From an optimization exercise on the open Yosys and OpenROAD flow, aimed at small area, a short achievable clock period and few clock cycles per item; shortcuts taken in it are not production practice. The RTL was checked by simulation tests, not by an equivalence proof against the original design. Power figures rest on the tool's default switching activity, not on a simulated workload.

==> build 67: inputs <==
==> flow/design.v <==
module gate_long (
  input  wire         clk,
  input  wire         rst,
  input  wire         wr_en,
  input  wire [5:0]   wr_idx,
  input  wire [23:0]  wr_dur,
  input  wire [7:0]   wr_mask,
  input  wire         arm_valid,
  output wire         arm_ready,
  input  wire [6:0]   arm_n,
  output reg          done,
  output reg          ok,
  output wire [255:0] long_win      
);
  localparam [1:0] S_IDLE = 2'd0;
  localparam [1:0] S_SCAN = 2'd1;
  localparam [1:0] S_FIN  = 2'd2;
  reg [23:0] dur [0:63];
  reg [7:0]  msk [0:63];
  always @(posedge clk) begin
    if (wr_en) begin
      dur[wr_idx] <= wr_dur;
      msk[wr_idx] <= wr_mask;
    end
  end
  reg [1:0]  state;
  reg [6:0]  n;
  reg [5:0]  idx;
  reg        zero_seen;
  assign arm_ready = (state == S_IDLE);
  wire [23:0] e_dur  = dur[idx];
  wire [7:0]  e_msk  = msk[idx];
  wire        last   = ({1'b0, idx} == n - 7'd1);
  reg [29:0] cur      [0:7];    
  reg [29:0] lead     [0:7];    
  reg [31:0] best     [0:7];    
  reg [7:0]  in_lead;
  reg [7:0]  all_open;
  always @(posedge clk) begin
    if (rst) begin
      state <= S_IDLE;
      done  <= 1'b0;
    end else begin
      done <= 1'b0;
      case (state)
        S_IDLE: begin
          if (arm_valid) begin
            n         <= arm_n;
            idx       <= 6'd0;
            zero_seen <= 1'b0;
            if (arm_n == 7'd0 || arm_n > 7'd64) begin
              ok   <= 1'b0;
              done <= 1'b1;
            end else begin
              state <= S_SCAN;
            end
          end
        end
        S_SCAN: begin
          if (e_dur == 24'd0) zero_seen <= 1'b1;
          idx <= idx + 6'd1;
          if (last) state <= S_FIN;
        end
        S_FIN: begin
          ok    <= !zero_seen;
          done  <= 1'b1;
          state <= S_IDLE;
        end
        default: state <= S_IDLE;
      endcase
    end
  end
  genvar p;
  generate
    for (p = 0; p < 8; p = p + 1) begin : g_p
      wire        e_open = e_msk[p];
      reg [29:0] cur_n, lead_n;
      reg [31:0] best_n, wrap;
      reg        in_lead_n, all_open_n;
      always @* begin
        cur_n      = cur[p];
        lead_n     = lead[p];
        best_n     = best[p];
        in_lead_n  = in_lead[p];
        all_open_n = all_open[p];
        if (e_open) begin
          cur_n = cur[p] + {6'd0, e_dur};
          if (in_lead[p]) lead_n = lead[p] + {6'd0, e_dur};
        end else begin
          in_lead_n  = 1'b0;
          all_open_n = 1'b0;
          if ({2'd0, cur[p]} > best[p]) best_n = {2'd0, cur[p]};
          cur_n = 30'd0;
        end
        wrap = {2'd0, lead[p]} + {2'd0, cur[p]};    
      end
      always @(posedge clk) begin
        if (state == S_IDLE) begin
          cur[p]      <= 30'd0;
          lead[p]     <= 30'd0;
          in_lead[p]  <= 1'b1;
          best[p]     <= 32'd0;
          all_open[p] <= 1'b1;
        end else if (state == S_SCAN) begin
          cur[p]      <= cur_n;
          lead[p]     <= lead_n;
          in_lead[p]  <= in_lead_n;
          all_open[p] <= all_open_n;
          best[p]     <= best_n;
        end else if (state == S_FIN) begin
          if (all_open[p])
            best[p] <= 32'hFFFFFFFF;
          else if (wrap > best[p])
            best[p] <= wrap;
        end
      end
      assign long_win[32*p +: 32] = best[p];
    end
  endgenerate
endmodule
==> flow/run.sh <==
#!/bin/bash
# synth_recipe.tcl (not shown) runs the flow's synth.tcl, then flattens the netlist and writes it again
# the make line also repeats each setting of config.mk as NAME=value (left out here)
make -C /OpenROAD-flow-scripts/flow DESIGN_CONFIG=/design/flow/config.mk WORK_HOME=/design/flow/orfs CLKGATE_MAP_FILE= SYNTH_SCRIPT=/design/flow/synth_recipe.tcl finish
==> flow/config.mk <==
export PLATFORM = sky130hd
export DESIGN_NAME = gate_long
export DESIGN_NICKNAME = gate_long
export VERILOG_FILES = /design/flow/design.v
export SDC_FILE = /design/flow/constraint.sdc
export NUM_CORES = 4
export LEC_CHECK = 0
export CAP_MARGIN = 20
export CORE_MARGIN = 2
export CORE_UTILIZATION = 40
export SETUP_SLACK_MARGIN = 5
export SLEW_MARGIN = 20
==> flow/constraint.sdc <==
create_clock -name core_clock -period 12.0 [get_ports {clk}]
set_input_delay 2.4000 -clock core_clock [delete_from_list [all_inputs] [get_ports {clk}]]
set_output_delay 2.4000 -clock core_clock [all_outputs]
set_load 0.01 [all_outputs]
==> build 95: changes against build 67 <==
==> flow/design.v, changed modules only <==
module gate_long (
  input  wire         clk,
  input  wire         rst,
  input  wire         wr_en,
  input  wire [5:0]   wr_idx,
  input  wire [23:0]  wr_dur,
  input  wire [7:0]   wr_mask,
  input  wire         arm_valid,
  output wire         arm_ready,
  input  wire [6:0]   arm_n,
  output reg          done,
  output reg          ok,
  output reg  [255:0] long_win      
);
  localparam [1:0] S_IDLE = 2'd0;
  localparam [1:0] S_SCAN = 2'd1;
  reg [23:0] dur [0:63];
  reg [7:0]  msk [0:63];
  always @(posedge clk) begin
    if (wr_en) begin
      dur[wr_idx] <= wr_dur;
      msk[wr_idx] <= wr_mask;
    end
  end
  reg [1:0]  state;
  reg [6:0]  n;
  reg [5:0]  idx;
  reg        zero_seen;
  assign arm_ready = (state == S_IDLE);
  wire [23:0] e_dur  = dur[idx];
  wire [7:0]  e_msk  = msk[idx];
  wire        last   = ({1'b0, idx} == n - 7'd1);
  reg [31:0] cur      [0:7];    
  reg [31:0] lead     [0:7];    
  reg [31:0] best     [0:7];    
  reg [7:0]  in_lead;
  reg [7:0]  all_open;
  always @(posedge clk) begin
    if (rst) begin
      state <= S_IDLE;
      done  <= 1'b0;
    end else begin
      done <= 1'b0;
      case (state)
        S_IDLE: begin
          if (arm_valid) begin
            n         <= arm_n;
            idx       <= 6'd0;
            zero_seen <= 1'b0;
            if (arm_n == 7'd0 || arm_n > 7'd64) begin
              ok   <= 1'b0;
              done <= 1'b1;
            end else begin
              state <= S_SCAN;
            end
          end
        end
        S_SCAN: begin
          if (e_dur == 24'd0) zero_seen <= 1'b1;
          idx <= idx + 6'd1;
          if (last) begin
            ok    <= !(zero_seen || e_dur == 24'd0);
            done  <= 1'b1;
            state <= S_IDLE;
          end
        end
        default: state <= S_IDLE;
      endcase
    end
  end
  genvar p;
  generate
    for (p = 0; p < 8; p = p + 1) begin : g_p
      wire        e_open = e_msk[p];
      reg [31:0] cur_n, lead_n, best_n, wrap;
      reg        in_lead_n, all_open_n;
      always @* begin
        cur_n      = cur[p];
        lead_n     = lead[p];
        best_n     = best[p];
        in_lead_n  = in_lead[p];
        all_open_n = all_open[p];
        if (e_open) begin
          cur_n = cur[p] + {8'd0, e_dur};
          if (in_lead[p]) lead_n = lead[p] + {8'd0, e_dur};
        end else begin
          in_lead_n  = 1'b0;
          all_open_n = 1'b0;
          if (cur[p] > best[p]) best_n = cur[p];
          cur_n = 32'd0;
        end
        wrap = lead_n + cur_n;    
      end
      always @(posedge clk) begin
        if (state == S_IDLE) begin
          cur[p]      <= 32'd0;
          lead[p]     <= 32'd0;
          in_lead[p]  <= 1'b1;
          best[p]     <= 32'd0;
          all_open[p] <= 1'b1;
        end else if (state == S_SCAN) begin
          cur[p]      <= cur_n;
          lead[p]     <= lead_n;
          in_lead[p]  <= in_lead_n;
          best[p]     <= best_n;
          all_open[p] <= all_open_n;
          if (last) begin
            if (all_open_n)
              long_win[32*p +: 32] <= 32'hFFFFFFFF;
            else if (wrap > best_n)
              long_win[32*p +: 32] <= wrap;
            else
              long_win[32*p +: 32] <= best_n;
          end
        end
      end
    end
  endgenerate
endmodule
- SETUP_SLACK_MARGIN: 5 -> 4
==> comparison <==
- In build 67 the power is lower than in build 95, by 33%.
- Of build 67 and build 95, build 95 has the higher clock skew (gap 0.0038 ns).
- Between build 95 and build 67, the lower count of clock-buffer cells in the layout is in build 67 (gap 37).
- Of build 67 and build 95, build 95 has the higher hold slack (gap 0.015 ns).
- Between build 67 and build 95, the lower fmax is in build 95 (gap 42%, measured against build 95).
- Between build 67 and build 95, the lower synthesized cell count is in build 67 (gap 9.2%, measured against build 95).
- Against build 95, the wire length of build 67 is lower by about 6%.
==> figures <==
metric	build 67	build 95
Status	complete, no violations	complete, no violations
Switching power share of the total	0.309	0.351
Post-Synthesis Cell Area	147000 µm²	161000 µm²
Power Clock	0.00971 W	0.0104 W
Mean instance size in the synthesized netlist	12.5 µm²	12.4 µm²
Most numerous cell on the critical path	sky130_fd_sc_hd__mux4_2	sky130_fd_sc_hd__a21o_1
Final-layout non-clock buffer area share	0.0291	0.0603
Die W	610 µm	637 µm
Met2 GRT Util	0.388	0.386
Maximum clock frequency	149 MHz	105 MHz
Area taken by flip-flops and latches	77000 µm²	85500 µm²
Relative contribution of sequential cells to total power	0.407	0.301
Setup Buffers After CTS	0	391
FF-to-FF End	lead[5][22]	long_win[110]
Pre-CTS setup slack	4.50 ns	0.844 ns
Tmin final	6.73 ns	9.53 ns
Testbench counts of build 67, summed over its fixed seeds: cycles 29,213, lists 1,200.
Testbench counts of build 95, summed over its fixed seeds: cycles 28,013, lists 1,200.

==> port drivers added, routing unchanged <==
No port has a modelled driver above. Below, the same layouts with a new extraction and two added sets of constraints.
Step 1 sets driving cells, clkbuf_16 on the clock port and buf_2 on the other inputs (assumed; they add their load-dependent delay and slew).
Step 2 also shifts input and output timing later by t, the mid clock arrival at the registers, as if the neighbouring blocks saw the same clock.
Slacks: no drivers / after step 1 / after step 2; pairs: no drivers / after step 1.
run | t, ns | slack for setup (ns) | hold WS [ns] | slew at the worst register clock pin (ns)
build 67 | 1.022 | 5.268 / 5.268 / 5.268 | 0.470 / 0.470 / 0.470 | 0.06 / 0.06
build 95 | 1.047 | 2.470 / 2.470 / 2.470 | 0.486 / 0.486 / 0.486 | 0.07 / 0.07
After both steps every run listed still meets setup and hold.
